Source: an optimization exercise on an open RTL-to-GDS flow (aim: small area). Production flows keep margins and buffers that such runs may drop. Only simulation tests tie the RTL to the original design; equivalence was not proved. No activity file was given, so power comes from the tool's default toggle rates.

==> flow/design.v (excerpt) <==
module cbs_window_quad (
    input  wire        clk,
    input  wire        rst,
    input  wire        trig,
    input  wire [15:0] cfg_len,
    input  wire        cfg_sinc3,
    input  wire [3:0]  bits,
    input  wire [63:0] cal_ofs,
    input  wire [79:0] cal_gain,
    input  wire [3:0]  cal_valid,
    input  wire [3:0]  offset_bin,
    output wire        ready,
    output reg         done,
    output wire [63:0] code,
    output wire [3:0]  clamp,
    output wire [3:0]  cal_inv,
    output wire [15:0] len_out
);
Settings: LEC_CHECK=0, CAP_MARGIN=20, CORE_MARGIN=2, CORE_UTILIZATION=70, CTS_BUF_LIST=sky130_fd_sc_hd__clkbuf_8 sky130_fd_sc_hd__clkbuf_16, CTS_CLUSTER_DIAMETER=60, CTS_CLUSTER_SIZE=30, PLACE_DENSITY=0.75, SLEW_MARGIN=20; clock period 15.0 ns.
standard.sh (not shown) runs the stock make flow with config.mk's settings and CLKGATE_MAP_FILE= SYNTH_SCRIPT=/design/flow/synth_recipe.tcl, a recipe that flattens the netlist after the stock synthesis.
==> flow/flow/run.sh <==
#!/bin/bash
# Custom flow: the standard flow with two changes that do not touch the
# design, its registers or its constraints:
#  - synthesis maps the logic with the ABC script in abc_map.script
#    (an area-recovering &nf mapping) instead of ORFS's abc_speed.script;
#  - port buffers use the smallest buffer cell.
# Everything else (scripts, settings, power grid, taps) is ORFS's own.
set -euo pipefail
HERE=$(pwd)
rm -rf "$HERE/scripts_mod"
cp -r "$FLOW_HOME/scripts" "$HERE/scripts_mod"
cp "$HERE/flow/abc_map.script" "$HERE/scripts_mod/abc_speed.script"
bash standard.sh SCRIPTS_DIR="$HERE/scripts_mod" \
    BUFFER_PORTS_ARGS="-buffer_cell sky130_fd_sc_hd__buf_1" finish > standard.log 2>&1
==> flow/flow/abc_map.script <==
strash
&get -n
&fraig -x
&put
scorr
dc2
dretime
dc2
strash
&get -n
&dch -f
&nf
&put
buffer -c
topo
stime -c
upsize -c
dnsize -c
The starting point produced a clean layout.
Edit:
==> flow/flow/abc_map.script (replaced) <==
strash
&get -n
&fraig -x
&put
scorr
dc2
dretime
strash
&get -n
&dch -f
&nf {D}
&put
buffer -c
topo
stime -c
upsize -c
dnsize -c
- GPL_ROUTABILITY_DRIVEN: default -> 0
- GPL_TIMING_DRIVEN: default -> 0
Effect: Core utilization barely changes. Total power went up by 6.7%. Critical path depth went down by 5.
Edit:
==> flow/flow/abc_map.script (replaced) <==
strash
&get -n
&fraig -x
&put
scorr
dc2
dretime
strash
&get -n
&dch -f
&nf
&put
topo
stime -c
upsize -c
dnsize -c
- GPL_ROUTABILITY_DRIVEN: 0 -> default
- GPL_TIMING_DRIVEN: 0 -> default
After rerunning: Cell count shrinks by about 2.7%; global-route usage shrinks by 3.3 points; synthesized area shrinks by about 1.6%; combinational power shrinks by about 3%; count of clock-buffer cells in the layout shrinks by 2; sequential share of layout area grows by 0.44 points; utilization grows by 0.41 points; design area shrinks by about 1.3%; worst hold slack loses 0.0049 ns; routed wire length shrinks by 11%; clock power shrinks by about 8%.
Edit:
--- a/flow/flow/abc_map.script
+++ b/flow/flow/abc_map.script
@@ -10,4 +10,5 @@
 &dch -f
-&nf
+&nf {D}
 &put
+buffer -c
 topo
Outcome: Final area stays flat; total power went up by 0.76%; register-to-register slack gains 0.04 ns; hold slack gains 0.0050 ns; area after synthesis went up by 1.6%; core utilization went down by 1.4 points; via count went up by 0.54%; non-clock buffer count went down by 2; global-route usage went up by 1.0 points; setup slack gains 0.035 ns; sequential share of layout area is about the same.


Setup of alpha:
Another version of the RTL of cbs_window_quad (not shown whole).
Size in the first run: roughly 640 flip-flops, about 0.040 mm² of cells after synthesis.
clock: 15.0 ns
lec_check: 0
cap_margin: 20
core_margin: 2
core_utilization: 75
cts_buf_list: sky130_fd_sc_hd__clkbuf_8 sky130_fd_sc_hd__clkbuf_16
cts_cluster_diameter: 65
cts_cluster_size: 32
place_density: 0.82
slew_margin: 20
==> flow/flow/abc_map.script <==
strash
&get -n
&fraig -x
&put
scorr
dc2
dretime
strash
&get -n
&dch -f
&nf {D}
&put
buffer -c
topo
stime -c
upsize -c
dnsize -c
Scripts as last shown in full above: flow/flow/run.sh
alpha: flow completed, timing, DRC and antenna clean
What beta does differently from alpha at the input level:
diff --git a/flow/config.mk b/flow/config.mk
--- a/flow/config.mk
+++ b/flow/config.mk
@@ -9,5 +9,5 @@
 export CORE_MARGIN = 2
-export CORE_UTILIZATION = 75
+export CORE_UTILIZATION = 70
 export CTS_BUF_LIST = sky130_fd_sc_hd__clkbuf_8 sky130_fd_sc_hd__clkbuf_16
-export CTS_CLUSTER_DIAMETER = 65
+export CTS_CLUSTER_DIAMETER = 70
 export CTS_CLUSTER_SIZE = 32
- beta ended with less power than alpha.
- On beta: share of the cycle needed by the critical path after routing is 2.4 points lower than what alpha gave.
- The uppermost metal layer occupied by signal nets comes out met4 in one run and met5 in the other, namely in beta and alpha respectively.
- The lower relative max-transition margin came out of alpha.
- beta vs alpha: fraction of area in multi-input gates up


RTL: one of the versions met above, not the one the previous note started from.
Size in the first run: ~4,100 cells after synthesis, about 650 flip-flops, ~270 I/O pins, ~41,000 µm² of cells after synthesis.
export LEC_CHECK = 0
export CAP_MARGIN = 20
export CORE_MARGIN = 2
export CORE_UTILIZATION = 70
export CTS_BUF_LIST = sky130_fd_sc_hd__clkbuf_8 sky130_fd_sc_hd__clkbuf_16
export CTS_CLUSTER_DIAMETER = 60
export CTS_CLUSTER_SIZE = 30
export PLACE_DENSITY = 0.75
export SLEW_MARGIN = 20
create_clock -name core_clock -period 15.0 [get_ports {clk}]
==> flow/flow/abc_map.script <==
strash
&get -n
&fraig -x
&put
scorr
dc2
strash
&get -n
&dch -f
&nf
&put
Scripts as last shown in full above: flow/flow/run.sh
Edit:
==> flow/flow/abc_map.script (replaced) <==
strash
&get -n
&fraig -x
&put
scorr
dc2
dretime
strash
&get -n
&dch -f
&nf {D}
&put
buffer -c
topo
stime -c
upsize -c
dnsize -c
- CTS_CLUSTER_DIAMETER: 60 -> 70
- CTS_CLUSTER_SIZE: 30 -> 32
After rerunning: Final cell count barely changes; non-clock buffer count went down by 3; synthesized cell count rises by a few percent; maximum frequency came out higher slightly; power is lower by a few percent; wire length is higher slightly; synthesized area went up slightly; via count fell slightly; critical path depth is unchanged; combinational power goes down slightly.

==> re-timing with driven ports <==
No port has a modelled driver above. Below, the same layouts with a new extraction and two added sets of constraints. Step 1 assumes that a clkbuf_16 drives the clock port and a buf_2 every other input. Step 2, shift: input delay + t, output delay - t, t = (earliest + latest rising clock arrival at the registers) / 2. This alone moves slack from input paths to output paths. Three values: no drivers, after step 1, after step 2; two values: the first two.
| run | t (ns) | setup WS [ns] | latest minus earliest clock arrival (ns) | cell pins on the clock port's net |
|---|---|---|---|---|
| the first run of note 1 | 0.659 | 0.601 / 0.601 / 0.601 | 0.038 / 0.039 | 1 |
| the second run of note 1 | 0.682 | 0.675 / 0.675 / 0.675 | 0.035 / 0.034 | 1 |
| the third run of note 1 | 0.672 | 0.945 / 0.945 / 0.945 | 0.036 / 0.036 | 1 |
| the fourth run of note 1 | 0.675 | 0.980 / 0.980 / 0.980 | 0.032 / 0.032 | 1 |
| alpha | 0.667 | 0.698 / 0.698 / 0.698 | 0.035 / 0.035 | 1 |
| beta | 0.661 | 1.060 / 1.060 / 1.060 | 0.064 / 0.065 | 1 |
| the first run of note 3 | 0.680 | 0.771 / 0.771 / 0.771 | 0.029 / 0.029 | 1 |
| the second run of note 3 | 0.665 | 0.988 / 0.988 / 0.988 | 0.031 / 0.030 | 1 |
After both steps setup and hold are still met in every run listed.
